From an optimization exercise on the open Yosys and OpenROAD flow, aimed at small area and a short achievable clock period; shortcuts taken in it are not production practice. At most, simulation tests tie the RTL to the original design; equivalence was not proved. For run 1, only the layout was checked, not whether the RTL still works. Power figures rest on the tool's default switching activity, not on a simulated workload.

## flow/design.v (module list and top-level ports; edited modules follow where they fit)
// module ce_dalu: 269 lines
// module ce_dalu_mac: 940 lines
// module ce_dalu_add41: 120 lines
// module ce_dalu_add16: 99 lines
// module ce_dalu_inc16: 54 lines
// module ce_dalu_cmp16: 53 lines
module ce_dalu (
    input  wire        clk,
    input  wire        rst,          
    input  wire        ins_valid,    
    input  wire [31:0] ins,          
    input  wire [2:0]  rd_sel,       
    output wire [15:0] rd_data,
    output wire [39:0] acc,          
    output wire [4:0]  flags         
);
  // ...
==> flow/flow/run.sh <==
#!/bin/bash
# Standard layout with plain buffers (not delay cells) on the ports, and the
# resizer's timing repair asked for more setup slack than the standard flow.
set -euo pipefail
bash standard.sh BUFFER_PORTS_ARGS="-buffer_cell sky130_fd_sc_hd__buf_2" \
    SETUP_SLACK_MARGIN=10 TNS_END_PERCENT=0 finish > make.log 2>&1
==> flow/standard.sh <==
#!/bin/bash
# synth_recipe.tcl (not shown) runs the flow's synth.tcl, then flattens the netlist and writes it again
# the make line also repeats each setting of config.mk as NAME=value (left out here)
make -C /OpenROAD-flow-scripts/flow DESIGN_CONFIG=/design/flow/config.mk WORK_HOME=/design/flow/orfs CLKGATE_MAP_FILE= SYNTH_SCRIPT=/design/flow/synth_recipe.tcl "${@:-finish}"
==> flow/config.mk <==
export PLATFORM = sky130hd
export DESIGN_NAME = ce_dalu
export DESIGN_NICKNAME = ce_dalu
export VERILOG_FILES = /design/flow/design.v
export SDC_FILE = /design/flow/constraint.sdc
export NUM_CORES = 8
export LEC_CHECK = 0
export ABC_AREA = 1
export CAP_MARGIN = 20
export CORE_MARGIN = 2
export CORE_UTILIZATION = 45
export CTS_CLUSTER_DIAMETER = 50
export CTS_CLUSTER_SIZE = 10
export SLEW_MARGIN = 20
==> flow/constraint.sdc <==
create_clock -name core_clock -period 20.0 [get_ports {clk}]
set_input_delay 4.0000 -clock core_clock [delete_from_list [all_inputs] [get_ports {clk}]]
set_output_delay 4.0000 -clock core_clock [all_outputs]
set_load 0.01 [all_outputs]
==> results.json, run 1 <==
{
  "postCtsSetupRepairBufs": 3,
  "cts.sinks": 216,
  "diodes": 3,
  "crit_fanout": 11,
  "rrSetupSlack_ps": 11240,
  "hold_buffers": 0,
  "fin_util_pct": 49.8,
  "use_met3_pct": 11.5,
  "largestClassByArea": "multi-input combinational cells",
  "dieArea_mm2": 0.0656,
  "switchingPower_mw": 1.08,
  "p_comb_mw": 1.11,
  "initial_core_util_pct": 45.4,
  "grt_util_met1_pct": 57.2,
  "skew_ps": 35.6,
  "die_y_um": 256,
  "top_layer": "met5",
  "slew_headroom_pct": 14.4,
  "grt_pass1_vias": 29600,
  "dr.pass1.iters": 6,
  "synth.most_common_cell": "nand2_1",
  "clock_power_uw": 653,
  "grt_use_total_pct": 42.5,
  "grt_pass1_wl_mm": 206,
  "outcome": "finished clean",
  "worstSetupStartpoint": "rd_sel[1]",
  "setup_viol": 0,
  "endpoint": "rd_data[3]",
  "drive_gt1_share_pct": 9.09,
  "largest_reg_flops": 41,
  "instances_no_fill": 5108,
  "netlist_area_mm2": 0.0286,
  "clock.fmax_ghz": 0.0992,
  "hp-class": "register to register",
  "cts_root_buf": "clkbuf_16",
  "synth_top_family_by_area": "simple AND/OR/NAND/NOR gates",
  "top_power_group": "combinational cells"
}
==> module ce_dalu, before the edit <==
module ce_dalu (
    input  wire        clk,
    input  wire        rst,          
    input  wire        ins_valid,    
    input  wire [31:0] ins,          
    input  wire [2:0]  rd_sel,       
    output wire [15:0] rd_data,
    output wire [39:0] acc,          
    output wire [4:0]  flags         
);
    localparam [5:0] OP_LDI  = 6'h07, OP_MOV  = 6'h08, OP_MTS  = 6'h09;
    localparam [5:0] OP_MPY  = 6'h10, OP_MAC  = 6'h11, OP_MSU  = 6'h12;
    localparam [5:0] OP_MPYI = 6'h13, OP_MACI = 6'h14, OP_CLRA = 6'h15;
    localparam [5:0] OP_LDA  = 6'h16, OP_ADDA = 6'h17, OP_SUBA = 6'h18;
    localparam [5:0] OP_RND  = 6'h19, OP_SHRA = 6'h1A, OP_SHLA = 6'h1B;
    localparam [5:0] OP_ADD  = 6'h20, OP_SUB  = 6'h21, OP_ADDI = 6'h22;
    localparam [5:0] OP_AND  = 6'h23, OP_OR   = 6'h24, OP_XOR  = 6'h25;
    localparam [5:0] OP_SHL  = 6'h26, OP_SHR  = 6'h27, OP_CMP  = 6'h28;
    localparam [5:0] OP_CMPI = 6'h29, OP_MIN  = 6'h2A, OP_MAX  = 6'h2B;
    localparam [5:0] OP_LIM  = 6'h2C, OP_NEG  = 6'h2D, OP_ABS  = 6'h2E;
    reg [15:0] d0, d1, d2, d3, d4, d5, d6, d7;
    reg [40:0] cs_s, cs_c;                         
    reg        f_n, f_z, f_v, f_c, f_sat;
    reg        f_na, f_za, f_va;                   
    wire [40:0] acc_x;                             
    wire        acc_co;
    wire [40:0] acc_p, acc_g;
    ce_dalu_add41 u_accadd (.a(cs_s), .b(cs_c), .s(acc_x), .p(acc_p), .g(acc_g), .co(acc_co));
    wire [39:0] acc_r = acc_x[39:0];
    function [15:0] rdmux;
        input [2:0] s;
        input [15:0] r0, r1, r2, r3, r4, r5, r6, r7;
        begin
            rdmux = ({16{s == 3'd0}} & r0) | ({16{s == 3'd1}} & r1) |
                    ({16{s == 3'd2}} & r2) | ({16{s == 3'd3}} & r3) |
                    ({16{s == 3'd4}} & r4) | ({16{s == 3'd5}} & r5) |
                    ({16{s == 3'd6}} & r6) | ({16{s == 3'd7}} & r7);
        end
    endfunction
    wire [5:0]  op   = ins[31:26];
    wire [2:0]  fd   = ins[25:23];
    wire [2:0]  fa   = ins[22:20];
    wire [2:0]  fb   = ins[19:17];
    wire        s_r  = ins[16];
    wire        s_i  = ins[19];
    wire [15:0] imm  = ins[15:0];
    wire [15:0] da = rdmux(fa, d0, d1, d2, d3, d4, d5, d6, d7);
    wire [15:0] db = rdmux(fb, d0, d1, d2, d3, d4, d5, d6, d7);
    wire [15:0] dd = rdmux(fd, d0, d1, d2, d3, d4, d5, d6, d7);
    assign rd_data = rdmux(rd_sel, d0, d1, d2, d3, d4, d5, d6, d7);
    assign acc     = acc_r;
    assign flags   = {f_sat, f_c,
                      f_va ? (acc_x[40] ^ acc_x[39]) : f_v,
                      f_za ? (acc_r == 40'd0) : f_z,
                      f_na ? acc_r[39] : f_n};
    wire ex = ins_valid & ~rst;
    wire i_ldi  = (op == OP_LDI);
    wire i_mov  = (op == OP_MOV);
    wire i_mts  = (op == OP_MTS) & (ins[22:17] == 6'd24);
    wire i_mpy  = (op == OP_MPY);
    wire i_mac  = (op == OP_MAC);
    wire i_msu  = (op == OP_MSU);
    wire i_mpyi = (op == OP_MPYI);
    wire i_maci = (op == OP_MACI);
    wire i_clra = (op == OP_CLRA);
    wire i_lda  = (op == OP_LDA);
    wire i_adda = (op == OP_ADDA);
    wire i_suba = (op == OP_SUBA);
    wire i_rnd  = (op == OP_RND);
    wire i_shra = (op == OP_SHRA);
    wire i_shla = (op == OP_SHLA);
    wire i_add  = (op == OP_ADD);
    wire i_sub  = (op == OP_SUB);
    wire i_addi = (op == OP_ADDI);
    wire i_and  = (op == OP_AND);
    wire i_or   = (op == OP_OR);
    wire i_xor  = (op == OP_XOR);
    wire i_shl  = (op == OP_SHL);
    wire i_shr  = (op == OP_SHR);
    wire i_cmp  = (op == OP_CMP);
    wire i_cmpi = (op == OP_CMPI);
    wire i_min  = (op == OP_MIN);
    wire i_max  = (op == OP_MAX);
    wire i_lim  = (op == OP_LIM);
    wire i_neg  = (op == OP_NEG);
    wire i_abs  = (op == OP_ABS);
    wire g_mul = i_mpy | i_mac | i_msu | i_mpyi | i_maci;
    wire g_hi  = i_lda | i_adda | i_suba;
    wire g_acc = g_mul | g_hi | i_clra;
    wire u_acc = i_mac | i_msu | i_maci | i_adda | i_suba;
    wire m_sub = i_msu | i_suba;
    wire m_x2  = i_mpy | i_mac | i_msu | g_hi;
    wire [16:0] mx = m_x2 ? {da, 1'b0} : {da[15], da};
    reg [7:0] b_one, b_two, b_neg;
    integer k;
    reg     b2, b1, b0;
    always @(*) begin
        for (k = 0; k < 8; k = k + 1) begin
            b2 = db[2*k+1];
            b1 = db[2*k];
            b0 = (k == 0) ? 1'b0 : db[2*k-1];
            b_one[k] = g_mul & (b1 ^ b0);
            b_two[k] = (g_mul & ((b2 & ~b1 & ~b0) | (~b2 & b1 & b0))) | (g_hi & (k == 7));
            b_neg[k] = (g_mul & (b2 ^ m_sub)) | (g_hi & (k == 7) & m_sub);
        end
    end
    wire [40:0] a_op = {acc_r[39], acc_r} & {41{u_acc}};
    wire [40:0] t_s, t_c;
    ce_dalu_mac u_mac (.x(mx), .one(b_one), .two(b_two), .neg(b_neg),
                       .a(a_op), .s0(t_s), .s1(t_c));
    function [39:0] rev40;
        input [39:0] x;
        integer j;
        begin
            for (j = 0; j < 40; j = j + 1) rev40[j] = x[39-j];
        end
    endfunction
    function [15:0] rev16;
        input [15:0] x;
        integer j;
        begin
            for (j = 0; j < 16; j = j + 1) rev16[j] = x[15-j];
        end
    endfunction
    wire        over39 = imm[5] & (imm[4] | imm[3]);
    wire [5:0]  amt_a  = over39 ? 6'd39 : imm[5:0];
    wire        sh_acc = i_shra | i_shla;
    wire [5:0]  sh_amt = sh_acc ? amt_a : {2'b00, imm[3:0]};
    wire [39:0] acc_rv = rev40(acc_r);
    wire [39:0] sh_in;
    assign sh_in[23:0]  = i_shla ? acc_rv[23:0] : acc_r[23:0];
    assign sh_in[39:24] = i_shla ? acc_rv[39:24] :
                          i_shr  ? da :
                          i_shl  ? rev16(da) : acc_r[39:24];
    wire        sh_fill = i_shra ? acc_r[39] : (i_shr & ~imm[4] & da[15]);
    wire [39:0] sh_1   = sh_amt[0] ? {sh_fill, sh_in[39:1]} : sh_in;
    wire [39:0] sh_2   = sh_amt[1] ? {{2{sh_fill}}, sh_1[39:2]} : sh_1;
    wire [39:0] sh_3   = sh_amt[2] ? {{4{sh_fill}}, sh_2[39:4]} : sh_2;
    wire [39:0] sh_4   = sh_amt[3] ? {{8{sh_fill}}, sh_3[39:8]} : sh_3;
    wire [39:0] sh_5   = sh_amt[4] ? {{16{sh_fill}}, sh_4[39:16]} : sh_4;
    wire [39:0] sh_out = sh_amt[5] ? {{32{sh_fill}}, sh_5[39:32]} : sh_5;
    wire [39:0] acc_shf = i_shla ? rev40(sh_out) : sh_out;
    reg  [39:0] ga;
    integer q;
    always @(*) begin
        ga[39] = 1'b0;
        for (q = 38; q >= 0; q = q - 1)
            ga[q] = ga[q+1] | (acc_r[q] ^ acc_r[39]);
    end
    wire shla_v = ga[6'd39 - amt_a];
    reg  [15:0] gd;
    always @(*) begin
        gd[15] = 1'b0;
        for (q = 14; q >= 0; q = q - 1)
            gd[q] = gd[q+1] | (da[q] ^ da[15]);
    end
    wire        shl_ovf = gd[4'd15 - imm[3:0]];
    wire [15:0] shl_raw = rev16(sh_out[39:24]);
    wire [15:0] r_shl   = (shl_ovf & s_i) ? {da[15], {15{~da[15]}}} : shl_raw;
    wire [15:0] r_shr   = sh_out[39:24];
    wire [15:0] rnd_v;
    wire [15:0] rnd_p, rnd_g;
    wire        rnd_co;
    ce_dalu_inc16 u_rnd (.a(acc_r[31:16]), .b(16'd0), .ci(acc_r[15]),
                         .s(rnd_v), .p(rnd_p), .g(rnd_g), .co(rnd_co));
    wire        r_ones  = &acc_r[30:15];
    wire        rnd_hi  = ~acc_r[39] & ((|acc_r[38:31]) | r_ones);
    wire        rnd_lo  =  acc_r[39] & ~(&acc_r[38:31]) &
                          ~((&acc_r[38:32]) & ~acc_r[31] & r_ones);
    wire        rnd_sat = s_r & (rnd_hi | rnd_lo);
    wire [15:0] r_rnd   = rnd_sat ? {rnd_lo, {15{rnd_hi}}} : rnd_v;
    wire a_zero = i_neg | i_abs;
    wire a_imm  = i_addi | i_cmpi;
    wire a_da   = i_neg | i_abs;
    wire a_inv  = i_sub | i_cmp | i_cmpi | i_neg | (i_abs & da[15]) |
                  i_min | i_max | i_lim;
    wire [15:0] al  = a_zero ? 16'd0 : da;
    wire [15:0] ar0 = a_imm ? imm : a_da ? da : db;
    wire [15:0] ar  = ar0 ^ {16{a_inv}};
    wire [15:0] asum, a_p, a_g;
    wire        a_c16;
    ce_dalu_add16 u_alu (.a(al), .b(ar), .ci(a_inv), .s(asum), .p(a_p), .g(a_g), .co(a_c16));
    wire        a_x16 = al[15] ^ ar[15] ^ a_c16;           
    wire        a_ovf = a_x16 ^ asum[15];
    wire        a_s   = (i_addi ? s_i : s_r) & ~(i_cmp | i_cmpi);
    wire [15:0] r_add = (a_ovf & a_s) ? {a_x16, {15{~a_x16}}} : asum;
    wire [15:0] a_k   = al | ar;
    wire        a_z   = &(~(a_p ^ {a_k[14:0], a_inv}));
    wire        z_add = a_z & ~(a_ovf & a_s);
    wire        c_alu = (i_add | i_addi) ? a_c16 : ~a_c16;
    wire [15:0] c1_s, c1_p, c1_g, c2_s, c2_p, c2_g;
    wire        c1_co, c2_co;
    ce_dalu_cmp16 u_cmp1 (.a({~dd[15], dd[14:0]}), .b({da[15], ~da[14:0]}), .ci(1'b1),
                          .s(c1_s), .p(c1_p), .g(c1_g), .co(c1_co));
    ce_dalu_cmp16 u_cmp2 (.a({~db[15], db[14:0]}), .b({dd[15], ~dd[14:0]}), .ci(1'b1),
                          .s(c2_s), .p(c2_p), .g(c2_g), .co(c2_co));
    wire lt_ab = a_x16;                                     
    wire lt_da = ~c1_co;                                    
    wire gt_db = ~c2_co;                                    
    wire gt_ab = ~lt_ab & (asum != 16'd0);                  
    wire sel_a = i_mov | (i_min & lt_ab) | (i_max & ~lt_ab) | (i_lim & ~gt_ab & lt_da);
    wire sel_b = (i_min & ~lt_ab) | (i_max & lt_ab) | (i_lim & (gt_ab | (~lt_da & gt_db)));
    wire sel_d = i_lim & ~gt_ab & ~lt_da & ~gt_db;
    wire g_add = i_add | i_sub | i_addi | i_cmp | i_cmpi | i_neg | i_abs;
    wire [15:0] wd_o = ({16{i_ldi}} & imm) |
                     ({16{sel_a}} & da) | ({16{sel_b}} & db) | ({16{sel_d}} & dd) |
                     ({16{i_rnd}} & r_rnd) |
                     ({16{i_and | i_or}} & a_g) |
                     ({16{i_or | i_xor}} & a_p) |
                     ({16{i_shl}} & r_shl) |
                     ({16{i_shr}} & r_shr);
    wire [15:0] wd   = ({16{g_add}} & r_add) | wd_o;
    wire        wd_z = g_add ? z_add : (wd_o == 16'd0);
    wire wr_d = i_ldi | i_mov | i_rnd | i_add | i_sub | i_addi | i_and | i_or |
                i_xor | i_shl | i_shr | i_min | i_max | i_lim | i_neg | i_abs;
    wire [15:0] wdat = wd & {16{~rst}};
    wire        we   = ex & wr_d;
    always @(posedge clk) begin
        if (rst | (we & (fd == 3'd0))) d0 <= wdat;
        if (rst | (we & (fd == 3'd1))) d1 <= wdat;
        if (rst | (we & (fd == 3'd2))) d2 <= wdat;
        if (rst | (we & (fd == 3'd3))) d3 <= wdat;
        if (rst | (we & (fd == 3'd4))) d4 <= wdat;
        if (rst | (we & (fd == 3'd5))) d5 <= wdat;
        if (rst | (we & (fd == 3'd6))) d6 <= wdat;
        if (rst | (we & (fd == 3'd7))) d7 <= wdat;
    end
    always @(posedge clk) begin
        if (rst) begin
            cs_s <= 41'd0;
            cs_c <= 41'd0;
        end else if (ex & g_acc) begin
            cs_s <= t_s;
            cs_c <= t_c;
        end else if (ex & sh_acc) begin
            cs_s <= {1'b0, acc_shf};
            cs_c <= 41'd0;
        end
    end
    wire g_nz16 = i_rnd | g_add | i_and | i_or | i_xor | i_shl | i_shr |
                  i_min | i_max | i_lim;
    wire v_upd16 = g_add | i_and | i_or | i_xor | i_shl | i_shr;
    wire v16 = (g_add & a_ovf) | (i_shl & shl_ovf);
    wire sat16 = (g_add & a_ovf & a_s) | (i_shl & shl_ovf & s_i) | (i_rnd & rnd_sat);
    wire c16 = (i_add | i_addi | i_sub | i_cmp | i_cmpi) & c_alu;
    always @(posedge clk) begin
        if (rst) begin
            f_n <= 1'b0; f_z <= 1'b0; f_v <= 1'b0; f_c <= 1'b0; f_sat <= 1'b0;
            f_na <= 1'b0; f_za <= 1'b0; f_va <= 1'b0;
        end else if (ex) begin
            if (i_mts) begin
                f_n <= dd[0]; f_z <= dd[1]; f_v <= dd[2]; f_c <= dd[3]; f_sat <= dd[4];
                f_na <= 1'b0; f_za <= 1'b0; f_va <= 1'b0;
            end else if (g_acc) begin
                f_na <= 1'b1; f_za <= 1'b1; f_va <= 1'b1; f_c <= 1'b0;
            end else if (sh_acc) begin
                f_na <= 1'b1; f_za <= 1'b1; f_va <= 1'b0; f_c <= 1'b0;
                f_v <= i_shla & shla_v;
            end else if (g_nz16) begin
                f_n <= wd[15]; f_z <= wd_z; f_c <= c16;
                f_na <= 1'b0; f_za <= 1'b0;
                if (v_upd16) begin
                    f_v <= v16; f_va <= 1'b0;
                end
                if (sat16) f_sat <= 1'b1;
            end
        end
    end
endmodule
==> run 2, diff against run 1 <==
--- a/flow/design.v
+++ b/flow/design.v
@@ -84,10 +84,10 @@
     wire i_lim  = (op == OP_LIM);
     wire i_neg  = (op == OP_NEG);
     wire i_abs  = (op == OP_ABS);
-    wire g_mul = i_mpy | i_mac | i_msu | i_mpyi | i_maci;
-    wire g_hi  = i_lda | i_adda | i_suba;
-    wire g_acc = g_mul | g_hi | i_clra;
-    wire u_acc = i_mac | i_msu | i_maci | i_adda | i_suba;
+    wire g_mul = (i_mpy | i_mac | i_msu | i_mpyi | i_maci) & ~rst;
+    wire g_hi  = (i_lda | i_adda | i_suba) & ~rst;
+    wire g_acc = i_mpy | i_mac | i_msu | i_mpyi | i_maci | i_lda | i_adda | i_suba | i_clra;
+    wire u_acc = (i_mac | i_msu | i_maci | i_adda | i_suba) & ~rst;
     wire m_sub = i_msu | i_suba;
     wire m_x2  = i_mpy | i_mac | i_msu | g_hi;
     wire [16:0] mx = m_x2 ? {da, 1'b0} : {da[15], da};
@@ -225,16 +225,11 @@
         if (rst | (we & (fd == 3'd6))) d6 <= wdat;
         if (rst | (we & (fd == 3'd7))) d7 <= wdat;
     end
+    wire cs_tree = rst | g_acc;
     always @(posedge clk) begin
-        if (rst) begin
-            cs_s <= 41'd0;
-            cs_c <= 41'd0;
-        end else if (ex & g_acc) begin
-            cs_s <= t_s;
-            cs_c <= t_c;
-        end else if (ex & sh_acc) begin
-            cs_s <= {1'b0, acc_shf};
-            cs_c <= 41'd0;
+        if (rst | (ex & (g_acc | sh_acc))) begin
+            cs_s <= cs_tree ? t_s : {1'b0, acc_shf};
+            cs_c <= cs_tree ? t_c : 41'd0;
         end
     end
     wire g_nz16 = i_rnd | g_add | i_and | i_or | i_xor | i_shl | i_shr |
==> flow/flow/run.sh (replaced) <==
#!/bin/bash
# Standard layout, with: our own ABC script in an otherwise unchanged
# standard synthesis; plain buffers (not delay cells) on the ports; and the
# resizer's timing repair asked for more setup slack than the standard flow.
set -euo pipefail
W=$PWD
F=$W/flow
# synthesis script: the standard one, sourcing a copy of ORFS's synth.tcl
# whose only change is the ABC script
sed 's#^  log_cmd abc {\*}$abc_args$#  log_cmd abc -script '"$F"'/abc.script {*}[lrange $abc_args 2 end]#' \
    "$FLOW_HOME/scripts/synth.tcl" > "$W/synth_mine.tcl"
grep -q "abc.script" "$W/synth_mine.tcl"
sed 's#source $::env(SCRIPTS_DIR)/synth.tcl#source '"$W"'/synth_mine.tcl#' \
    "$W/synth_recipe.tcl" > "$W/synth_recipe_mine.tcl"
grep -q "synth_mine.tcl" "$W/synth_recipe_mine.tcl"
bash standard.sh SYNTH_SCRIPT="$W/synth_recipe_mine.tcl" \
    BUFFER_PORTS_ARGS="-buffer_cell sky130_fd_sc_hd__buf_2" \
    SETUP_SLACK_MARGIN=10 TNS_END_PERCENT=0 finish > make.log 2>&1
==> flow/flow/abc.script (new file) <==
strash
dch -f
map -a
topo
stime -c
buffer -c
upsize -c
dnsize -c
--- a/flow/config.mk
+++ b/flow/config.mk
@@ -9,6 +9,7 @@
 export CAP_MARGIN = 20
 export CORE_MARGIN = 2
 export CORE_UTILIZATION = 45
-export CTS_CLUSTER_DIAMETER = 50
-export CTS_CLUSTER_SIZE = 10
+export CTS_BUF_LIST = sky130_fd_sc_hd__clkbuf_8
+export CTS_CLUSTER_DIAMETER = 60
+export CTS_CLUSTER_SIZE = 15
 export SLEW_MARGIN = 20
==> results.json, run 2 <==
{
  "synthCells": 3816,
  "crit_fanout": 8,
  "fp.coreArea_mm2": 0.0605,
  "numCtsBuffers": 25,
  "hold_viol": 0,
  "startpoint_type": "primary input",
  "drv_cap": 0,
  "dr.pass1.iters": 8,
  "routed_wl_mm": 128,
  "ir_worst_vdd_v": 0.0000572,
  "synth_top_family_by_area": "compound AO/OA/AOI/OAI gates",
  "yosysSeqAreaShare_pct": 23.3,
  "grt_max_degree": 86,
  "use_met2_pct": 58.9,
  "grt_util_met1_pct": 51.4,
  "die_y_um": 252,
  "grt_use_total_pct": 39.4,
  "synth.distinct_cells": 64,
  "synth_compound_area_share_pct": 25.0,
  "ys_warn_count": 1,
  "hpwl_mm": 96.0,
  "fin_util_pct": 50.5,
  "top_usage_layer": "met2",
  "outcome": "finished clean",
  "drc_errors": 0,
  "power_density_mw_per_mm2": 76.6,
  "wl_per_cell_um": 27.2,
  "slew_headroom_pct": 19.1,
  "leakagePower_nw": 13.6,
  "cts.sinks": 216,
  "yosys.area_share.xor_xnor_pct": 6.29,
  "synth_edf_count": 209,
  "critPathRequiredTime_ps": 16000,
  "rrSetupSlack_ps": 11530,
  "layout_commonest_cell": "nand2_1",
  "syn_nets": 4133,
  "synth_area_leaders": "edfxtp_1, fa_1, nand2_1",
  "end_kind": "primary output",
  "vias": 29800,
  "clock.fmax_ghz": 0.100,
  "synthFlopType": "edfxtp_1",
  "yosysTopAreaCell": "edfxtp_1",
  "grt_pass1_wl_mm": 185,
  "syn_to_final_growth_pct": 10.8,
  "path_clk_slew_ps": 100,
  "slew_viol_final": 0,
  "io_pins": 99,
  "netlist_area_mm2": 0.0276,
  "fin_tns_setup_ps": 0,
  "tightest_slew_ps": 1200,
  "setup_viol": 0,
  "crit_type": "primary input to primary output",
  "finalCritPeriodShare_pct": 49.8,
  "drive_gt1_share_pct": 11.2,
  "fillers": 6129,
  "whs_ps": 532,
  "gp_congestion": 1.07,
  "cts_root_buf": "clkbuf_8",
  "cts_tree": "done",
  "regMostFlops": "cs_s",
  "fin_area_mm2": 0.0306,
  "ant_nets": 0,
  "clock_latency_ps": 680,
  "layout_setup_ws_ps": 10030,
  "dieArea_mm2": 0.0633,
  "io_buffers": 98,
  "grt_overflow": 0,
  "ys_async_sr_fraction_pct": 0,
  "ys_ff_latch": 216,
  "total_power_mw": 2.34,
  "via_per_inst": 6.35,
  "instances_no_fill": 4688,
  "yosys.area.top_type_share_pct": 22.8,
  "min_period_ps": 9970,
  "synth.avg_cell_area_um2": 7.23,
  "use_met3_pct": 10.6,
  "rows": 90,
  "final_cell_mix": "nand2_1, inv_1, nor2_1, o21ai_0, a21oi_1",
  "initial_core_util_pct": 45.6,
  "synth_mux_area_share_pct": 0.109,
  "synth-simple-area-share_pct": 18.0,
  "cp.arrival_ps": 5970,
  "nets": 4204,
  "clockBufferDepth": 3,
  "die_w_um": 252,
  "hp-class": "register to register",
  "dpl.cell_count": 4612,
  "skew_ps": 78.9,
  "synth_common_cells": "nand2_1, inv_1, nor2_1",
  "synth_fa_ha_area_share_pct": 16.5,
  "top_regs": "cs_s (41), cs_c (40)",
  "dp_slack_ps": 8360,
  "drt-initial-drc-count": 4397,
  "grt_pass1_vias": 27700,
  "antenna_found_initial": 1,
  "largest_reg_flops": 41,
  "rsz0062_at_grt": "true",
  "postPlaceCellArea_mm2": 0.0294,
  "htree_levels": 1,
  "synth.most_common_cell": "nand2_1"
}
## run 2: cell count changes after synthesis, moves of 22 or more
cell / delta
o21ai_0: +92
nand2_1: -249
a21oi_1: -50
nand4_1: -26
a22oi_1: +134
buf_2: -40
nand2_2: -22
o22ai_1: -97
nor2_1: +62
dfxtp_1: -81
nand3_1: -224
edfxtp_1: +81
clkbuf_1: +28
## run 2: worst max-delay path, cell delays in order
cell	delay [ps]
buf_2	170
inv_1	140
nor3_2	510
buf_4	320
inv_1	210
o221ai_1	390
buf_2	220
## run 2: final cells by class
type	count	area, um^2	share of cell area, %
clock inverter	19	181	0.594
antenna	2	5.00	0.0164
multi-input combinational	2807	18700	61.1
clock buffer	25	344	1.13
tap	782	978	3.20
inverter	593	2260	7.40
timing repair buffer	244	1690	5.53
sequential	216	6420	21.0
## run 2: cell families (layout without fill, tap and decap cells)
family	Yosys count	after routing
compound gates	1113	1113
xor+xnor	198	198
mux	3	3
fa+ha+maj	279	279
buf+inv	793	881
other cells	0	2
simple gates	1214	1214
flops	216	216
## run 2: final timing paths
kind	end	cells past startpoint	from
max	rd_data[1]	7	rd_sel[2]
min	f_sat	2	f_sat
min reg2reg	f_sat	2	f_sat
max reg2reg	d1[3]	45	cs_s[0]
## run 2: power breakdown
| group | switching (mW) | internal (mW) |
|---|---|---|
| clock network | 0.187 | 0.149 |
| registers | 0.0393 | 0.556 |
| logic | 1.00 | 0.409 |
| total | 1.23 | 1.11 |
## run 2: what timing repair did
action                                  CTS  global route
endpoints found under the setup margin  138           136
gates resized for setup                  42            62
setup buffers                             7            20
hold buffers                              0             0
cloned                                    0             2
pin swaps                                 4            10
## run 2: routing by layer
layer  routed length (um)  share of wire (%)  up-vias
met5                    0                  0        -
met2                53400                 42     2094
li1                     -                  -    13300
met4                 8970                7.0        0
met1                49200                 39    14000
met3                16100                 13      472
==> run 3, diff against run 2 <==
--- a/flow/design.v
+++ b/flow/design.v
@@ -54,40 +54,40 @@
                       f_za ? (acc_r == 40'd0) : f_z,
                       f_na ? acc_r[39] : f_n};
     wire ex = ins_valid & ~rst;
-    wire i_ldi  = (op == OP_LDI);
-    wire i_mov  = (op == OP_MOV);
-    wire i_mts  = (op == OP_MTS) & (ins[22:17] == 6'd24);
-    wire i_mpy  = (op == OP_MPY);
-    wire i_mac  = (op == OP_MAC);
-    wire i_msu  = (op == OP_MSU);
-    wire i_mpyi = (op == OP_MPYI);
-    wire i_maci = (op == OP_MACI);
-    wire i_clra = (op == OP_CLRA);
-    wire i_lda  = (op == OP_LDA);
-    wire i_adda = (op == OP_ADDA);
-    wire i_suba = (op == OP_SUBA);
-    wire i_rnd  = (op == OP_RND);
-    wire i_shra = (op == OP_SHRA);
-    wire i_shla = (op == OP_SHLA);
-    wire i_add  = (op == OP_ADD);
-    wire i_sub  = (op == OP_SUB);
-    wire i_addi = (op == OP_ADDI);
-    wire i_and  = (op == OP_AND);
-    wire i_or   = (op == OP_OR);
-    wire i_xor  = (op == OP_XOR);
-    wire i_shl  = (op == OP_SHL);
-    wire i_shr  = (op == OP_SHR);
-    wire i_cmp  = (op == OP_CMP);
-    wire i_cmpi = (op == OP_CMPI);
-    wire i_min  = (op == OP_MIN);
-    wire i_max  = (op == OP_MAX);
-    wire i_lim  = (op == OP_LIM);
-    wire i_neg  = (op == OP_NEG);
-    wire i_abs  = (op == OP_ABS);
-    wire g_mul = (i_mpy | i_mac | i_msu | i_mpyi | i_maci) & ~rst;
-    wire g_hi  = (i_lda | i_adda | i_suba) & ~rst;
+    wire i_ldi  = (op == OP_LDI) & ~rst;
+    wire i_mov  = (op == OP_MOV) & ~rst;
+    wire i_mts  = (op == OP_MTS) & (ins[22:17] == 6'd24) & ~rst;
+    wire i_mpy  = (op == OP_MPY) & ~rst;
+    wire i_mac  = (op == OP_MAC) & ~rst;
+    wire i_msu  = (op == OP_MSU) & ~rst;
+    wire i_mpyi = (op == OP_MPYI) & ~rst;
+    wire i_maci = (op == OP_MACI) & ~rst;
+    wire i_clra = (op == OP_CLRA) & ~rst;
+    wire i_lda  = (op == OP_LDA) & ~rst;
+    wire i_adda = (op == OP_ADDA) & ~rst;
+    wire i_suba = (op == OP_SUBA) & ~rst;
+    wire i_rnd  = (op == OP_RND) & ~rst;
+    wire i_shra = (op == OP_SHRA) & ~rst;
+    wire i_shla = (op == OP_SHLA) & ~rst;
+    wire i_add  = (op == OP_ADD) & ~rst;
+    wire i_sub  = (op == OP_SUB) & ~rst;
+    wire i_addi = (op == OP_ADDI) & ~rst;
+    wire i_and  = (op == OP_AND) & ~rst;
+    wire i_or   = (op == OP_OR) & ~rst;
+    wire i_xor  = (op == OP_XOR) & ~rst;
+    wire i_shl  = (op == OP_SHL) & ~rst;
+    wire i_shr  = (op == OP_SHR) & ~rst;
+    wire i_cmp  = (op == OP_CMP) & ~rst;
+    wire i_cmpi = (op == OP_CMPI) & ~rst;
+    wire i_min  = (op == OP_MIN) & ~rst;
+    wire i_max  = (op == OP_MAX) & ~rst;
+    wire i_lim  = (op == OP_LIM) & ~rst;
+    wire i_neg  = (op == OP_NEG) & ~rst;
+    wire i_abs  = (op == OP_ABS) & ~rst;
+    wire g_mul = i_mpy | i_mac | i_msu | i_mpyi | i_maci;
+    wire g_hi  = i_lda | i_adda | i_suba;
     wire g_acc = i_mpy | i_mac | i_msu | i_mpyi | i_maci | i_lda | i_adda | i_suba | i_clra;
-    wire u_acc = (i_mac | i_msu | i_maci | i_adda | i_suba) & ~rst;
+    wire u_acc = i_mac | i_msu | i_maci | i_adda | i_suba;
     wire m_sub = i_msu | i_suba;
     wire m_x2  = i_mpy | i_mac | i_msu | g_hi;
     wire [16:0] mx = m_x2 ? {da, 1'b0} : {da[15], da};
@@ -213,7 +213,7 @@
     wire        wd_z = g_add ? z_add : (wd_o == 16'd0);
     wire wr_d = i_ldi | i_mov | i_rnd | i_add | i_sub | i_addi | i_and | i_or |
                 i_xor | i_shl | i_shr | i_min | i_max | i_lim | i_neg | i_abs;
-    wire [15:0] wdat = wd & {16{~rst}};
+    wire [15:0] wdat = wd;
     wire        we   = ex & wr_d;
     always @(posedge clk) begin
         if (rst | (we & (fd == 3'd0))) d0 <= wdat;
==> results.json, run 3 <==
{
  "setup_viol": 0,
  "routed_wl_mm": 127,
  "min_path_cells": 2,
  "drt-initial-drc-count": 4615,
  "nets": 4102,
  "drc_errors": 0,
  "largest_reg_flops": 41,
  "cts_tree": "done",
  "io_buffers": 98,
  "hold_start": "f_c",
  "die_w_um": 251,
  "cpPeakStageDelay_ps": 590,
  "dr.pass1.iters": 9,
  "drive_gt1_share_pct": 10.7,
  "drv_cap": 0,
  "ys_warn_count": 1,
  "total_power_mw": 2.19,
  "dp_slack_ps": 8600,
  "regMostFlops": "cs_s",
  "synth_common_cells": "inv_1, nand2_1, nor2_1",
  "die_y_um": 251,
  "synth_edf_count": 209,
  "p_comb_share_pct": 58.0,
  "vias": 29400,
  "syn_to_final_growth_pct": 9.65,
  "power_density_mw_per_mm2": 72.9,
  "finalCritPeriodShare_pct": 50.7,
  "sequentialPowerShare_pct": 27.1,
  "rows": 90,
  "ir_worst_vdd_v": 0.0000601,
  "yosysSeqAreaShare_pct": 23.4,
  "skew_ps": 90.0,
  "grt_use_total_pct": 39.4,
  "initial_core_util_pct": 45.4,
  "end_kind": "primary output",
  "crit_type": "primary input to primary output",
  "top_regs": "cs_s (41), cs_c (40)",
  "whs_endpoint": "f_c",
  "reg2regPathDepth": 46,
  "synthFlopType": "edfxtp_1",
  "syn_nets": 4037,
  "path_clk_slew_ps": 80,
  "synth_compound_area_share_pct": 25.2,
  "rrSetupSlack_ps": 11180,
  "gp_congestion": 1.05,
  "path_buf_inv": 3,
  "synth-simple-area-share_pct": 17.4,
  "grt_max_degree": 70,
  "cts.sinks": 216,
  "crit_fanout": 11,
  "switchingPower_mw": 1.14,
  "slew_viol_final": 0,
  "synth.distinct_cells": 69,
  "tightest_slew_ps": 1130,
  "yosys.area_share.xor_xnor_pct": 6.68,
  "ant_nets": 0,
  "htree_levels": 1,
  "synthCells": 3720,
  "clkPwrFrac_pct": 14.9,
  "final_cell_mix": "inv_1, nand2_1, nor2_1, o21ai_0, a21oi_1",
  "synth_area_leaders": "edfxtp_1, fa_1, inv_1",
  "grt_pass1_vias": 27700,
  "grt_pass1_wl_mm": 185,
  "synth_fa_ha_area_share_pct": 16.6,
  "clockBufferDepth": 3,
  "hp-class": "register to register",
  "critPathRequiredTime_ps": 16000,
  "antenna_found_initial": 5,
  "numCtsBuffers": 25,
  "fin_util_pct": 49.8,
  "synth_mux_area_share_pct": 0.334,
  "layout_commonest_cell": "inv_1",
  "clock_latency_ps": 670,
  "synth.avg_cell_area_um2": 7.36,
  "hold_viol": 0,
  "slew_headroom_pct": 24.3,
  "leakagePower_nw": 13.2,
  "hold_buffers": 0,
  "outcome": "finished clean",
  "hpwl_mm": 95.4,
  "yosys.area.top_type_share_pct": 22.9,
  "cp_top_family": "buffers and inverters",
  "slowest_stage": "nand2_1",
  "io_pins": 99,
  "whs_ps": 513,
  "startpoint_type": "primary input",
  "rsz0062_at_grt": "true",
  "r2r-end": "f_v",
  "crit_chain": "buf_2 > nor2_1 > nand2_1 > inv_1 > a221oi_1 > o221ai_1 > buf_2",
  "ys_ff_latch": 216,
  "fp.coreArea_mm2": 0.0602,
  "fin_tns_setup_ps": 0,
  "clock.fmax_ghz": 0.0986,
  "layout_setup_ws_ps": 9850,
  "reg2reg_from": "cs_s[0]",
  "yosysTopAreaCell": "edfxtp_1",
  "cts_root_buf": "clkbuf_8",
  "cp.arrival_ps": 6150,
  "grt_overflow": 0,
  "dieArea_mm2": 0.0628,
  "wl_per_cell_um": 27.7,
  "ys_async_sr_fraction_pct": 0,
  "netlist_area_mm2": 0.0274,
  "crit_top_cell": "buf_2",
  "synth_top_family_by_area": "compound AO/OA/AOI/OAI gates",
  "swShare_pct": 52.0,
  "min_period_ps": 10150,
  "p_int_mw": 1.05,
  "via_per_inst": 6.42
}
-- run 3: cell types whose count changed after synthesis, sizes merged, moves of 15 or more --
cell   previous run  this run
inv             584       552
o21ai           356       371
nor2            411       375
nand2           596       530
nand4            30        55
-- run 3: worst register-to-register path, delay by kind of cell, from the launching register on --
| kind | cells | cell delay (ps) |
|---|---|---|
| adders and majority gates | 3 | 860 |
| xor gates and xnor gates | 1 | 170 |
| buffers and inverters | 6 | 1010 |
| AOI/OAI and AO/OA | 21 | 4120 |
| and+or+nand+nor | 15 | 2220 |
| DFF | 1 | 370 |
-- run 3: worst max path at each step --
stage	from	end	slack [ps]	depth (start not counted)
final	rd_sel[0]	rd_data[10]	9850	7
after global routing	cs_s[0]	flags[1]	9720	28
after floorplan	rst	f_z	10290	41
after CTS	rst	f_z	9940	40
after global placement	rst	f_n	8670	38
after detailed placement	rst	f_n	8600	39
-- run 3: final cells by class --
cell class,instances,area (um^2)
diodes,3,7.51
multi-input cells,2762,18500
well taps,782,978
flip-flops and latches,216,6420
clock inverters,19,164
inverters,557,2120
fillers,6136,30200
clock buffers,25,344
repair buffers,223,1450
-- run 3: timing repair --
| action | in CTS | in global routing |
|---|---|---|
| cloned | 0 | 1 |
| hold endpoints to repair | 0 | 0 |
| gates resized for setup | 28 | 35 |
| buffers inserted | 7 | 15 |
| setup endpoints to repair | 142 | 135 |
| pin swaps | 5 | 6 |
-- run 3: kinds of logic after synthesis --
family,count (synthesis)
multiplexers,9
XOR/XNOR,208
AO/OA/AOI/OAI,1129
flip-flops,216
buffers and inverters,743
adder cells (fa/ha/maj),279
AND/OR/NAND/NOR,1136
-- run 3: power by group through the flow --
stage          clock (mW)  combinational, mW  sequential (mW)
6_report            0.326               1.27            0.593
5_1_grt             0.351               1.35            0.596
4_1_cts             0.331               1.21            0.591
3_5_place_dp            0               1.19            0.600
3_3_place_gp            0               1.19            0.602
2_1_floorplan           0              0.719            0.587
-- run 3: per-layer routing --
layer  part of all wire [%]  global-route usage [%]
met1                     38                    51.5
met2                     41                    58.5
met3                     13                    9.79
met4                    7.8                    24.6
met5                 0.0071                       0
-- run 3: metrics by stage --
stage	std cells	cell area, um^2
CTS	4568	29700
finish	4587	30000
detailed placement	4517	29100
global route	4586	30000
floorplan	3720	27400
global placement	4517	29100
==> run 4, diff against run 3 <==
==> flow/flow/run.sh (replaced) <==
#!/bin/bash
# Standard layout, with these changes:
#  - synthesis: the standard synthesis script, sourcing a copy of ORFS's
#    synth.tcl whose only change is the ABC script (flow/abc.script);
#  - after synthesis, fapol.py removes inverters around full adders by
#    flipping adder polarities; the result is kept only if ABC proves it
#    equivalent to the synthesized netlist;
#  - plain buffers (not delay cells) on the ports;
#  - the resizer's timing repair asked for more setup slack than the
#    standard flow.
set -euo pipefail
W=$PWD
F=$W/flow
sed 's#^  log_cmd abc {\*}$abc_args$#  log_cmd abc -script '"$F"'/abc.script {*}[lrange $abc_args 2 end]#' \
    "$FLOW_HOME/scripts/synth.tcl" > "$W/synth_mine.tcl"
grep -q "abc.script" "$W/synth_mine.tcl"
sed 's#source $::env(SCRIPTS_DIR)/synth.tcl#source '"$W"'/synth_mine.tcl#' \
    "$W/synth_recipe.tcl" > "$W/synth_recipe_mine.tcl"
grep -q "synth_mine.tcl" "$W/synth_recipe_mine.tcl"
ARGS=(SYNTH_SCRIPT="$W/synth_recipe_mine.tcl"
      BUFFER_PORTS_ARGS="-buffer_cell sky130_fd_sc_hd__buf_2"
      SETUP_SLACK_MARGIN=10 TNS_END_PERCENT=0)
bash standard.sh "${ARGS[@]}" synth > make_synth.log 2>&1

# full-adder polarity clean-up, checked by ABC's combinational equivalence
R=$W/orfs/results/sky130hd/ce_dalu/base
LIB=$FLOW_HOME/platforms/sky130hd/lib/sky130_fd_sc_hd__tt_025C_1v80.lib
cp "$R/1_2_yosys.v" "$W/netlist_synth.v"
python3 "$F/fapol.py" "$W/netlist_synth.v" "$W/netlist_fapol.v" > fapol.log 2>&1
for n in synth fapol; do
  cat > "$W/blif_$n.ys" <<EOY
read_liberty -ignore_miss_func $LIB
read_verilog $W/netlist_$n.v
hierarchy -top ce_dalu
flatten
opt_clean
techmap
opt -fast
dfflegalize -cell \$_DFF_P_ x
write_blif $W/netlist_$n.blif
EOY
  yosys -q -s "$W/blif_$n.ys" > "yosys_blif_$n.log" 2>&1
done
yosys-abc -c "cec $W/netlist_synth.blif $W/netlist_fapol.blif" > cec.log 2>&1 || true
if grep -q "Networks are equivalent" cec.log; then
  cp "$W/netlist_fapol.v" "$R/1_2_yosys.v"
  echo "fapol netlist used" >> fapol.log
else
  echo "fapol netlist NOT used" >> fapol.log
fi
bash standard.sh "${ARGS[@]}" finish > make.log 2>&1
==> flow/flow/fapol.py (new file) <==
#!/usr/bin/env python3
"""Full-adder polarity clean-up of a synthesized netlist.

A full adder is self-dual: FA(~a, ~b, ~c) = (~cout, ~sum).  Synthesis leaves
inverters between full adders (and between full adders and other logic)
wherever the polarity it picked for an adder does not match its neighbours.
This pass flips an adder (connects its inputs to the complemented nets and
complements its outputs) whenever that removes more inverters than it adds,
until no flip helps.  The function of the netlist is unchanged; registers and
all other cells are left as they are.

Usage: fapol.py in.v out.v
"""
import re
import sys
from collections import defaultdict

FA = re.compile(r"sky130_fd_sc_hd__fa_\d+$")
INV = re.compile(r"sky130_fd_sc_hd__(inv|clkinv)_\d+$")
INV_CELL = "sky130_fd_sc_hd__inv_1"


def main(src, dst):
    text = open(src).read()
    m = re.search(r"^module\s+\w+\s*\(.*?\);\n", text, re.S | re.M)
    head_end = m.end()
    end = text.rindex("endmodule")
    body = text[head_end:end]

    # split body into declarations and cell instances
    cell_re = re.compile(r"^  (sky130_fd_sc_hd__\w+)\s+(\S+)\s*\((.*?)\n  \);\n", re.S | re.M)
    decl_parts = []
    cells = {}
    order = []
    pos = 0
    for cm in cell_re.finditer(body):
        decl_parts.append(body[pos:cm.start()])
        pos = cm.end()
        typ, name, pinstxt = cm.group(1), cm.group(2), cm.group(3)
        pins = {}
        for pm in re.finditer(r"\.(\w+)\(([^()]*)\)", pinstxt):
            pins[pm.group(1)] = pm.group(2).strip()
        cells[name] = [typ, pins]
        order.append(name)
    decl_parts.append(body[pos:])
    decls = "".join(decl_parts)
    if re.search(r"^\s*assign\b", decls, re.M):
        # aliased nets: leave the netlist alone
        open(dst, "w").write(text)
        print("fapol: netlist has assign statements, unchanged")
        return

    outputs = {"X", "Y", "Q", "Q_N", "SUM", "COUT", "HI", "LO"}
    ports_out = set()
    for pm in re.finditer(r"^\s*output\s+(\[\d+:\d+\]\s*)?(\S+);", text[:head_end] + decls, re.M):
        rng, nm = pm.group(1), pm.group(2)
        if rng:
            hi, lo = map(int, re.findall(r"\d+", rng))
            for i in range(min(hi, lo), max(hi, lo) + 1):
                ports_out.add(f"{nm}[{i}]")
        else:
            ports_out.add(nm)

    driver = {}
    loads = defaultdict(set)

    def rebuild():
        driver.clear()
        loads.clear()
        for name, (typ, pins) in cells.items():
            for p, n in pins.items():
                if not n:
                    continue
                if p in outputs:
                    driver[n] = (name, p)
                else:
                    loads[n].add((name, p))

    rebuild()

    def is_inv(name):
        return INV.match(cells[name][0]) is not None

    def inv_of(n):
        """An inverter whose input is net n, if any."""
        for (c, p) in loads[n]:
            if is_inv(c) and p == "A":
                return c
        return None

    newid = [0]

    def new_net():
        newid[0] += 1
        return f"fapol_n{newid[0]}"

    def new_inv(a):
        newid[0] += 1
        name = f"fapol_i{newid[0]}"
        y = new_net()
        cells[name] = [INV_CELL, {"A": a, "Y": y}]
        order.append(name)
        driver[y] = (name, "Y")
        loads[a].add((name, "A"))
        return y

    def remove_cell(name):
        typ, pins = cells.pop(name)
        for p, n in pins.items():
            if p in outputs:
                driver.pop(n, None)
            else:
                loads[n].discard((name, p))

    def connect(cell, pin, net):
        old = cells[cell][1][pin]
        loads[old].discard((cell, pin))
        cells[cell][1][pin] = net
        loads[net].add((cell, pin))

    def flip_gain(f):
        pins = cells[f][1]
        gain = 0
        for p in ("A", "B", "CIN"):
            n = pins[p]
            d = driver.get(n)
            if d and is_inv(d[0]):
                if len(loads[n]) == 1 and n not in ports_out:
                    gain += 1
            elif inv_of(n) is None:
                gain -= 1
        for q in ("COUT", "SUM"):
            o = pins[q]
            invs = [c for (c, p) in loads[o] if is_inv(c) and p == "A"]
            others = [x for x in loads[o] if not (is_inv(x[0]) and x[1] == "A")]
            if o in ports_out:
                others.append(("<port>", ""))
            gain += len(invs)
            if others:
                gain -= 1
        return gain

    def flip(f):
        pins = cells[f][1]
        # inputs
        for p in ("A", "B", "CIN"):
            n = pins[p]
            d = driver.get(n)
            if d and is_inv(d[0]):
                src = cells[d[0]][1]["A"]
                connect(f, p, src)
                if not loads[n] and n not in ports_out:
                    remove_cell(d[0])
            else:
                i = inv_of(n)
                y = cells[i][1]["Y"] if i else new_inv(n)
                connect(f, p, y)
        # outputs: the adder now drives the complement of o
        for q in ("COUT", "SUM"):
            o = pins[q]
            invs = [c for (c, p) in list(loads[o]) if is_inv(c) and p == "A"]
            others = [x for x in loads[o] if not (is_inv(x[0]) and x[1] == "A")]
            is_port = o in ports_out
            if not invs and not others and not is_port:
                continue
            nn = new_net()
            driver.pop(o, None)
            pins[q] = nn
            driver[nn] = (f, q)
            # loads that wanted ~o take the adder's output directly
            for c in invs:
                y = cells[c][1]["Y"]
                for (lc, lp) in list(loads[y]):
                    connect(lc, lp, nn)
                if y in ports_out:
                    # keep the port net: regenerate it from nn
                    loads[o].discard((c, "A"))
                    cells[c] = ["sky130_fd_sc_hd__buf_1", {"A": nn, "X": y}]
                    loads[nn].add((c, "A"))
                    driver[y] = (c, "X")
                    continue
                remove_cell(c)
            # loads that want o get an inverter of the adder's output
            if others or is_port:
                name = f"fapol_i{newid[0] + 1}"
                newid[0] += 1
                cells[name] = [INV_CELL, {"A": nn, "Y": o}]
                order.append(name)
                driver[o] = (name, "Y")
                loads[nn].add((name, "A"))

    fas = [c for c in order if FA.match(cells[c][0])]
    ninv0 = sum(1 for c in cells if is_inv(c))
    changed = True
    rounds = 0
    nflip = 0
    while changed and rounds < 50:
        changed = False
        rounds += 1
        for f in fas:
            if flip_gain(f) > 0:
                flip(f)
                nflip += 1
                changed = True
    ninv1 = sum(1 for c in cells if is_inv(c))

    # emit
    used = set()
    for name in order:
        if name in cells:
            for n in cells[name][1].values():
                used.add(n)

    def fmt(n):
        return n + " " if n.startswith("\\") else n

    out = [text[:head_end], decls.rstrip("\n") + "\n"]
    for i in range(1, newid[0] + 1):
        if f"fapol_n{i}" in used:
            out.append(f"  wire fapol_n{i};\n")
    for name in order:
        if name not in cells:
            continue
        typ, pins = cells[name]
        pl = ",\n".join(f"    .{p}({fmt(n)})" for p, n in pins.items())
        out.append(f"  {typ} {fmt(name)} (\n{pl}\n  );\n")
    out.append(text[end:])
    open(dst, "w").write("".join(out))
    print(f"fapol: {len(fas)} full adders, {nflip} flips, inverters {ninv0} -> {ninv1}")


if __name__ == "__main__":
    main(sys.argv[1], sys.argv[2])
==> results.json, run 4 <==
{
  "outcome": "finished clean",
  "clock_latency_ps": 730,
  "critPathRequiredTime_ps": 16000,
  "swShare_pct": 52.4,
  "syn_nets": 3958,
  "seq_area_mm2": 0.00642,
  "path_clk_slew_ps": 80,
  "end_kind": "primary output",
  "cts_root_buf": "clkbuf_8",
  "cts.sinks": 216,
  "layout_commonest_cell": "nand2_1",
  "regMostFlops": "cs_s",
  "ys_warn_count": 1,
  "htree_levels": 1,
  "leakagePower_nw": 13.1,
  "rows": 89,
  "ant_nets": 0,
  "p_int_mw": 1.12,
  "p_comb_share_pct": 57.0,
  "cpPeakStageDelay_ps": 650,
  "drc_errors": 0,
  "tightest_slew_ps": 1270,
  "wl_per_cell_um": 30.1,
  "drt-initial-drc-count": 4415,
  "nets": 4029,
  "crit_top_cell": "buf_2",
  "switchingPower_mw": 1.24,
  "hold_viol": 0,
  "initial_core_util_pct": 45.7,
  "slew_headroom_pct": 14.3,
  "hp-class": "register to register",
  "fillers": 6045,
  "antenna_found_initial": 10,
  "slowest_stage": "nand2_1",
  "fp.coreArea_mm2": 0.0592,
  "io_pins": 99,
  "io_buffers": 98,
  "total_power_mw": 2.36,
  "power_density_mw_per_mm2": 78.5,
  "via_per_inst": 6.64,
  "min_period_ps": 10150,
  "ir_worst_vdd_v": 0.0000579,
  "setup_viol": 0,
  "syn_to_final_growth_pct": 11.0,
  "vias": 30000,
  "numCtsBuffers": 30,
  "gp_congestion": 1.10,
  "rsz0062_at_grt": "true",
  "reg2reg_from": "cs_s[0]",
  "clock.fmax_ghz": 0.0985,
  "die_w_um": 249,
  "slew_viol_final": 0,
  "top_regs": "cs_s (41), cs_c (40)",
  "crit_type": "primary input to primary output",
  "clockBufferDepth": 3,
  "grt_pass1_wl_mm": 195,
  "fin_tns_setup_ps": 0,
  "largest_reg_flops": 41,
  "hpwl_mm": 101,
  "die_y_um": 249,
  "multi_input_area_mm2": 0.0185,
  "dieArea_mm2": 0.0622,
  "synthCells": 3641,
  "finalCritPeriodShare_pct": 50.8,
  "netlist_area_mm2": 0.0271,
  "cts_tree": "done",
  "grt_pass1_vias": 28100,
  "routed_wl_mm": 136,
  "final_cell_mix": "nand2_1, inv_1, nor2_1, o21ai_0, a21oi_1",
  "crit_chain": "buf_2 > nor2_1 > nand2_1 > inv_1 > a221oi_1 > o221ai_1 > buf_2",
  "crit_fanout": 11,
  "clkPwrFrac_pct": 17.7,
  "synth.avg_cell_area_um2": 7.44,
  "hold_start": "f_va",
  "cp.arrival_ps": 6150,
  "grt_overflow": 0,
  "grt_use_total_pct": 42.5,
  "worstSetupStartpoint": "rd_sel[1]",
  "skew_ps": 119,
  "dr.pass1.iters": 9,
  "drive_gt1_share_pct": 11.6,
  "grt_max_degree": 66,
  "startpoint_type": "primary input",
  "sequentialPowerShare_pct": 25.3,
  "hold_buffers": 0,
  "drv_cap": 0
}
## run 4: layer usage
layer	global-route usage [%]	part of all wire, %	wire [um]	up-vias
met5	0	0.065	88	-
met4	22.9	6.6	9010	12
met3	12.5	14	19000	525
met2	60.2	40	54500	2382
met1	58.0	39	53100	14200
li1	-	-	-	12900
## run 4: worst max-delay path: cells and delay by family
| kind | cells | cell delay [ps] |
|---|---|---|
| buffers and inverters | 3 | 810 |
| and+or+nand+nor | 2 | 730 |
| AOI/OAI and AO/OA | 2 | 600 |
## run 4: final timing paths
kind | cells after the start | end | slack, ps
setup / recovery | 7 | rd_data[10] | 9850
hold / removal | 2 | f_va | 550
setup reg to reg | 38 | f_z | 10680
hold reg to reg | 2 | f_va | 550
## run 4: through the flow
step	hold slack (ps)	instance area, um^2	std cells	util, %	setup slack (ps)
finish	552	30100	4513	50.8	9850
global route	572	30100	4510	50.8	9800
CTS	547	29600	4478	50.0	9780
detailed placement	537	28700	4415	48.5	8480
global placement	528	28700	4415	48.5	8520
floorplan	444	27100	3641	-	10290
## run 4: cell type report
type / instances / share of cell area (%)
clock buffer: 30 / 1.37
tap: 773 / 3.22
clock inverter: 26 / 1.05
inverter: 463 / 5.90
antenna: 4 / 0.0333
sequential: 216 / 21.3
multi-input combinational: 2761 / 61.6
timing repair buffer: 240 / 5.48
## run 4: timing repair
item / CTS / global route
pin swaps: 9 / 16
gates cloned: 1 / 0
buffers inserted: 6 / 30
resized for setup: 22 / 43
hold endpoints to repair: 0 / 0
setup endpoints to repair: 142 / 138
## run 4: power by group through the flow
stage | clock network (mW) | logic [mW] | registers [mW]
2_1_floorplan | 0 | 0.722 | 0.590
3_3_place_gp | 0 | 1.25 | 0.606
3_5_place_dp | 0 | 1.24 | 0.604
4_1_cts | 0.425 | 1.26 | 0.595
5_1_grt | 0.440 | 1.41 | 0.601
6_report | 0.419 | 1.35 | 0.597

[static timing again, ports no longer ideal]
The results above use ideal ports. As a check the final layouts listed here were re-extracted and re-timed, cells and wires unchanged.
Step 1 assumes that a clkbuf_16 drives the clock port and a buf_2 every other input.
Step 2, shift: input delay + t, output delay - t, t = (earliest + latest rising clock arrival at the registers) / 2. This alone moves slack from input paths to output paths.
a / b / c = no drivers / after step 1 / after step 2; a / b = the first two.
run	t (ns)	setup slack, ns	latest minus earliest clock arrival (ns)
run 1	0.629	9.918 / 9.900 / 9.389	0.036 / 0.035
run 2	0.698	10.033 / 10.014 / 9.526	0.079 / 0.079
run 3	0.690	9.854 / 9.833 / 9.469	0.090 / 0.090
run 4	0.739	9.848 / 9.822 / 9.467	0.119 / 0.119
After both steps setup and hold are still met in every run listed. The setup slack of run 1, which loses most, moves by -0.018 ns with the drivers and by -0.529 ns with both steps.
